Background: an optimization exercise with open tools, aiming at small area. Do not read the settings as production practice. Only simulation tests tie the RTL to the original design; equivalence was not proved.

==> flow/design.v <==
module hb_stage (
  input  wire        clk,
  input  wire        g,       
  input  wire        cf,      
  input  wire        init,    
  input  wire [15:0] t,       
  input  wire        c,       
  output reg         e        
);
  reg        [7:0]  cy;       
  reg        [18:0] r;        
  wire [15:0] tg = t & {16{g}};
  wire [7:0]  pa = tg[7:0];
  wire [7:0]  pb = {tg[8], tg[9], tg[10], tg[11], tg[12], tg[13], tg[14], tg[15]};
  wire [7:0]  s  = pa ^ pb ^ cy;
  wire [7:0]  cn = (pa & pb) | (pa & cy) | (pb & cy);
  wire        cg = (c & g) | cf;
  reg [13:0] la;
  reg [18:0] lb;
  always @* begin
    case (s[3:0])
      4'd0: la = 14'd3802;
      4'd1: la = 14'd3068;
      4'd2: la = 14'd5480;
      4'd3: la = 14'd4746;
      4'd4: la = 14'd735;
      4'd5: la = 14'd1;
      4'd6: la = 14'd2413;
      4'd7: la = 14'd1679;
      4'd8: la = 14'd8940;
      4'd9: la = 14'd8206;
      4'd10: la = 14'd10618;
      4'd11: la = 14'd9884;
      4'd12: la = 14'd5873;
      4'd13: la = 14'd5139;
      4'd14: la = 14'd7551;
      4'd15: la = 14'd6817;
      default: la = 14'd0;
    endcase
  end
  always @* begin
    case ({cg, s[7:4]})
      5'd0: lb = 19'd34944;
      5'd1: lb = 19'd26529;
      5'd2: lb = 19'd49047;
      5'd3: lb = 19'd40632;
      5'd4: lb = 19'd8415;
      5'd5: lb = 19'd0;
      5'd6: lb = 19'd22518;
      5'd7: lb = 19'd14103;
      5'd8: lb = 19'd118306;
      5'd9: lb = 19'd109891;
      5'd10: lb = 19'd132409;
      5'd11: lb = 19'd123994;
      5'd12: lb = 19'd91777;
      5'd13: lb = 19'd83362;
      5'd14: lb = 19'd105880;
      5'd15: lb = 19'd97465;
      5'd16: lb = 19'd166016;
      5'd17: lb = 19'd157601;
      5'd18: lb = 19'd180119;
      5'd19: lb = 19'd171704;
      5'd20: lb = 19'd139487;
      5'd21: lb = 19'd131072;
      5'd22: lb = 19'd153590;
      5'd23: lb = 19'd145175;
      5'd24: lb = 19'd249378;
      5'd25: lb = 19'd240963;
      5'd26: lb = 19'd263481;
      5'd27: lb = 19'd255066;
      5'd28: lb = 19'd222849;
      5'd29: lb = 19'd214434;
      5'd30: lb = 19'd236952;
      5'd31: lb = 19'd228537;
      default: lb = 19'd0;
    endcase
  end
  wire [19:0] xr = {1'b0, r};
  wire [19:0] xa = {6'd0, la};
  wire [19:0] xb = {1'b0, lb};
  wire [19:0] cs = xr ^ xa ^ xb;
  wire [19:0] cc = (xr & xa) | (xr & xb) | (xa & xb);
  wire [19:0] y2 = {cc[18:0], 1'b0};
  wire [20:0] k;
  wire [19:0] sum;
  assign k[0] = 1'b0;
  genvar i;
  generate
    for (i = 0; i < 20; i = i + 1) begin : rc
      assign sum[i] = cs[i] ^ y2[i] ^ k[i];
      assign k[i+1] = (cs[i] & y2[i]) | (cs[i] & k[i]) | (y2[i] & k[i]);
    end
  endgenerate
  always @(posedge clk) begin
    cy <= cn;
    e  <= sum[0];
    r  <= init ? 19'd169818 : sum[19:1];
  end
endmodule
module zoom_hb (
  input  wire               clk,
  input  wire               rst,         
  input  wire [1:0]         n_hb,        
  input  wire               in_valid,
  input  wire signed [23:0] in_re,
  input  wire signed [23:0] in_im,
  output reg                out_valid,
  output wire signed [27:0] out_re,
  output wire signed [27:0] out_im
);
  reg  [4:0] ph;           
  reg        fill;         
  reg        par1;         
  reg        pend_e, pend_o;
  reg        run_e, run_o;  
  reg        em1;          
  reg        prun;         
  reg        par2;         
  reg        run2e, run2o;
  reg        em2;
  reg        run2i, em2i;  
  wire ph24 = (ph == 5'd24);
  wire ph18 = (ph == 5'd18);
  wire n0 = (n_hb == 2'd0);
  wire n1 = (n_hb == 2'd1);
  always @(posedge clk) begin
    if (rst) begin
      ph <= 5'd0; fill <= 1'b1; par1 <= 1'b0;
      pend_e <= 1'b0; pend_o <= 1'b0; run_e <= 1'b0; run_o <= 1'b0;
      em1 <= 1'b0; prun <= 1'b0;
      par2 <= 1'b0; run2e <= 1'b0; run2o <= 1'b0; em2 <= 1'b0;
      run2i <= 1'b0; em2i <= 1'b0;
      out_valid <= 1'b0;
    end else begin
      ph <= ph24 ? 5'd0 : ph + 5'd1;
      if (in_valid) par1 <= ~par1;
      if (ph24) begin
        fill   <= 1'b0;
        run_e  <= pend_e | (in_valid & ~par1);
        run_o  <= pend_o | (in_valid & par1);
        pend_e <= 1'b0;
        pend_o <= 1'b0;
        em1    <= run_o;
        prun   <= run_e | run_o;
      end else begin
        if (in_valid & ~par1) pend_e <= 1'b1;
        if (in_valid & par1)  pend_o <= 1'b1;
      end
      if (ph18) begin
        em2   <= run2o;
        run2i <= em2;
        em2i  <= run2i;
        run2e <= run_o & ~par2;
        run2o <= run_o & par2;
        if (run_o) par2 <= ~par2;
      end
      out_valid <= n0 ? (prun & (ph == 5'd0)) :
                   n1 ? (em1 & (ph == 5'd19)) :
                        (em2i & (ph == 5'd13));
    end
  end
  wire pat1  = fill & (ph == 5'd23);    
  wire pat2  = fill & ph18;             
  wire ld_e  = in_valid & ~par1;
  wire ld_o  = in_valid & par1;
  wire init1 = ph24 & ~run_o;
  wire init2 = ph18 & ~run2o & ~run2i;
  wire cf1   = run_o & ph24;
  wire cf2   = (em2 | em2i) & (ph == 5'd19);
  wire fl1   = (ph == 5'd18) & em1;     
  wire fl2   = (ph == 5'd13) & em2;     
  wire fl2i  = (ph == 5'd13) & em2i;
  wire hold_re = ~n0 & ~n1 & ~run2o & ~(em2 & ~((ph >= 5'd14) & (ph <= 5'd18)));
  wire shift_im = n0 | n1 | (run2i & (ph >= 5'd13) & (ph <= 5'd18)) |
                  (em2i & ~((ph >= 5'd14) & (ph <= 5'd18)));
  wire        s2;              
  wire [14:0] q2o_re, q2o_im;
  wire        q2c_re, q2c_im, s1_re, nq_im;
  genvar pi, k;
  generate
    for (pi = 0; pi < 2; pi = pi + 1) begin : part
      wire [23:0] din = (pi == 0) ? in_re : in_im;
      reg  [23:0] h_e, h_o;
      always @(posedge clk) begin
        if (ld_e) h_e <= din;
        if (ld_o) h_o <= din;
      end
      wire [31:0] hxe = {8'd0, ~h_e[23], h_e[22:0]};
      wire [31:0] hxo = {8'd0, ~h_o[23], h_o[22:0]};
      wire xe = hxe[ph];
      wire xo = hxo[ph];
      reg [25*8-1:0]  l1e;
      reg [25*15-1:0] l1o;
      reg [25*8-1:0]  l2e;
      reg [25*15-1:0] l2o;
      wire [7:0]  q1e, q2e;
      wire [14:0] q1o, q2o;
      wire        s1;          
      for (k = 0; k < 8; k = k + 1) begin : le
        assign q1e[k] = l1e[25*k];
        assign q2e[k] = l2e[25*k];
        wire i1 = fill ? pat1 : run_e ? ((k == 0) ? xe : q1e[(k == 0) ? 0 : k-1]) : q1e[k];
        wire i2 = fill ? pat2 : run2e ? ((k == 0) ? s1 : q2e[(k == 0) ? 0 : k-1]) : q2e[k];
        always @(posedge clk) begin
          l1e[25*k +: 25] <= {i1, l1e[25*k+1 +: 24]};
          l2e[25*k +: 25] <= {i2, l2e[25*k+1 +: 24]};
        end
      end
      for (k = 0; k < 15; k = k + 1) begin : lo
        assign q1o[k] = l1o[25*k];
        assign q2o[k] = l2o[25*k];
        wire i1 = fill ? pat1 : run_o ? ((k == 0) ? xo : q1o[(k == 0) ? 0 : k-1]) : q1o[k];
        wire a2 = (pi == 0) ? run2o : run2i;
        wire n2 = (pi == 0) ? s1 : nq_im;
        wire i2 = fill ? pat2 : a2 ? ((k == 0) ? n2 : q2o[(k == 0) ? 0 : k-1]) : q2o[k];
        always @(posedge clk) begin
          l1o[25*k +: 25] <= {i1, l1o[25*k+1 +: 24]};
          l2o[25*k +: 25] <= {i2, l2o[25*k+1 +: 24]};
        end
      end
      hb_stage u_s1 (.clk(clk), .g(run_o), .cf(cf1), .init(init1),
                     .t({q1o, xo}), .c(q1e[7]), .e(s1));
      wire [25:0] ob;
      wire raw = run_o ? (xo ^ (ph == 5'd23)) : (xe ^ (ph == 5'd23));
      wire oin = n0 ? raw : n1 ? (s1 ^ fl1) : (s2 ^ ((pi == 0) ? fl2 : fl2i));
      if (pi == 0) begin : w_re
        assign q2o_re = q2o;
        assign q2c_re = q2e[7];
        assign s1_re  = s1;
      end else begin : w_im
        assign q2o_im = q2o;
        assign q2c_im = q2e[7];
        reg [24:0] nr;
        reg        nx;
        assign nq_im = nr[0];
        wire ni = fill ? pat2 : (~n0 & ~n1 & run2o) ? s1 : shift_im ? nx : nr[0];
        always @(posedge clk) begin
          nr <= {ni, nr[24:1]};
          nx <= oin;
        end
        assign ob = {nx, nr};
      end
      if (pi == 0) begin : ob_re
        reg [25:0] obr;
        always @(posedge clk) if (!hold_re) obr <= {oin, obr[25:1]};
        assign ob = obr;
      end
      wire b24 = n0 ? ob[23] : ob[24];
      wire b25 = n0 ? ob[23] : n1 ? ob[24] : ob[25];
      if (pi == 0) begin : o_re
        assign out_re = {b25, b25, b25, b24, ob[23:0]};
      end else begin : o_im
        assign out_im = {b25, b25, b25, b24, ob[23:0]};
      end
    end
  endgenerate
  hb_stage u_s2 (.clk(clk), .g(run2o | run2i), .cf(cf2), .init(init2),
                 .t(run2i ? {q2o_im, nq_im} : {q2o_re, s1_re}),
                 .c(run2i ? q2c_im : q2c_re), .e(s2));
endmodule
Settings: LEC_CHECK=0, CAP_MARGIN=20, CORE_MARGIN=2, CORE_UTILIZATION=60, SLEW_MARGIN=20; clock period 20.0 ns.
standard.sh (not shown) runs the stock make flow with config.mk's settings and CLKGATE_MAP_FILE= SYNTH_SCRIPT=/design/flow/synth_recipe.tcl, a recipe that flattens the netlist after the stock synthesis.
==> flow/flow/run.sh <==
#!/bin/bash
# Layout flow: the standard flow (standard.sh, unchanged synthesis), with
# changes to how the layout is made:
#  - the clock tree is built without dummy loads, with larger sink clusters;
#  - the ports are buffered with buf_1 instead of the default buffer;
#  - the buffers ABC put in during synthesis are removed at floorplan (the
#    placement's repair puts back what the loads need).
# make's full output goes to run_standard.log in this folder; ORFS keeps each
# tool's own log under orfs/logs/.
set -euo pipefail
cd "$(dirname "$0")/.."
bash standard.sh \
  "CTS_ARGS=-sink_clustering_enable -repair_clock_nets -dont_use_dummy_load -sink_clustering_size 20 -sink_clustering_max_diameter 50 -buf_list sky130_fd_sc_hd__clkbuf_8" \
  "BUFFER_PORTS_ARGS=-buffer_cell sky130_fd_sc_hd__buf_1" REMOVE_ABC_BUFFERS=1 \
  finish > run_standard.log 2>&1
Rerun with:
--- a/flow/design.v
+++ b/flow/design.v
@@ -13,13 +13,13 @@
   wire [7:0]  pa = tg[7:0];
   wire [7:0]  pb = {tg[8], tg[9], tg[10], tg[11], tg[12], tg[13], tg[14], tg[15]};
   wire [7:0]  s  = pa ^ pb ^ cy;
   wire [7:0]  cn = (pa & pb) | (pa & cy) | (pb & cy);
   wire        cg = (c & g) | cf;
   reg [13:0] la;
-  reg [18:0] lb;
+  reg [17:0] lb;
   always @* begin
     case (s[3:0])
       4'd0: la = 14'd3802;
       4'd1: la = 14'd3068;
       4'd2: la = 14'd5480;
       4'd3: la = 14'd4746;
@@ -36,51 +36,35 @@
       4'd14: la = 14'd7551;
       4'd15: la = 14'd6817;
       default: la = 14'd0;
     endcase
   end
   always @* begin
-    case ({cg, s[7:4]})
-      5'd0: lb = 19'd34944;
-      5'd1: lb = 19'd26529;
-      5'd2: lb = 19'd49047;
-      5'd3: lb = 19'd40632;
-      5'd4: lb = 19'd8415;
-      5'd5: lb = 19'd0;
-      5'd6: lb = 19'd22518;
-      5'd7: lb = 19'd14103;
-      5'd8: lb = 19'd118306;
-      5'd9: lb = 19'd109891;
-      5'd10: lb = 19'd132409;
-      5'd11: lb = 19'd123994;
-      5'd12: lb = 19'd91777;
-      5'd13: lb = 19'd83362;
-      5'd14: lb = 19'd105880;
-      5'd15: lb = 19'd97465;
-      5'd16: lb = 19'd166016;
-      5'd17: lb = 19'd157601;
-      5'd18: lb = 19'd180119;
-      5'd19: lb = 19'd171704;
-      5'd20: lb = 19'd139487;
-      5'd21: lb = 19'd131072;
-      5'd22: lb = 19'd153590;
-      5'd23: lb = 19'd145175;
-      5'd24: lb = 19'd249378;
-      5'd25: lb = 19'd240963;
-      5'd26: lb = 19'd263481;
-      5'd27: lb = 19'd255066;
-      5'd28: lb = 19'd222849;
-      5'd29: lb = 19'd214434;
-      5'd30: lb = 19'd236952;
-      5'd31: lb = 19'd228537;
-      default: lb = 19'd0;
+    case (s[7:4])
+      4'd0: lb = 18'd34944;
+      4'd1: lb = 18'd26529;
+      4'd2: lb = 18'd49047;
+      4'd3: lb = 18'd40632;
+      4'd4: lb = 18'd8415;
+      4'd5: lb = 18'd0;
+      4'd6: lb = 18'd22518;
+      4'd7: lb = 18'd14103;
+      4'd8: lb = 18'd118306;
+      4'd9: lb = 18'd109891;
+      4'd10: lb = 18'd132409;
+      4'd11: lb = 18'd123994;
+      4'd12: lb = 18'd91777;
+      4'd13: lb = 18'd83362;
+      4'd14: lb = 18'd105880;
+      4'd15: lb = 18'd97465;
+      default: lb = 18'd0;
     endcase
   end
   wire [19:0] xr = {1'b0, r};
-  wire [19:0] xa = {6'd0, la};
-  wire [19:0] xb = {1'b0, lb};
+  wire [19:0] xa = {2'd0, cg, 3'd0, la};    
+  wire [19:0] xb = {2'b0, lb};
   wire [19:0] cs = xr ^ xa ^ xb;
   wire [19:0] cc = (xr & xa) | (xr & xb) | (xa & xb);
   wire [19:0] y2 = {cc[18:0], 1'b0};
   wire [20:0] k;
   wire [19:0] sum;
   assign k[0] = 1'b0;
Outcome:
- The changed run produced a clean layout
- setup slack improved by 0.47 ns
- utilization stays flat
- sequential share of layout area increases by 0.20 points
- sequential cell count is unchanged
- register-to-register slack improved by 0.47 ns
- design area stays flat

static timing again, ports no longer ideal:
In the flow no input, the clock included, has a driving cell. The finished layouts below were timed again as built, in two steps. Step 1, drivers: a clkbuf_16 drives clk and a buf_2 each remaining input, both assumed. Step 2, shift: input delay + t, output delay - t, t = (earliest + latest rising clock arrival at the registers) / 2. This alone moves slack from input paths to output paths. Slacks: ideal ports / drivers / drivers and shift; pairs: ideal ports / drivers.
run | t, ns | setup slack, ns | clock arrival spread, ns | worst register clock-pin slew, ns | worst slew at a driven data input, ns
the first run | 0.894 | 7.740 / 7.740 / 7.740 | 0.110 / 0.110 | 0.11 / 0.11 | 0.09
the second run | 0.866 | 8.211 / 8.211 / 8.211 | 0.108 / 0.108 | 0.11 / 0.11 | 0.16
After both steps setup and hold are still met in every run listed.
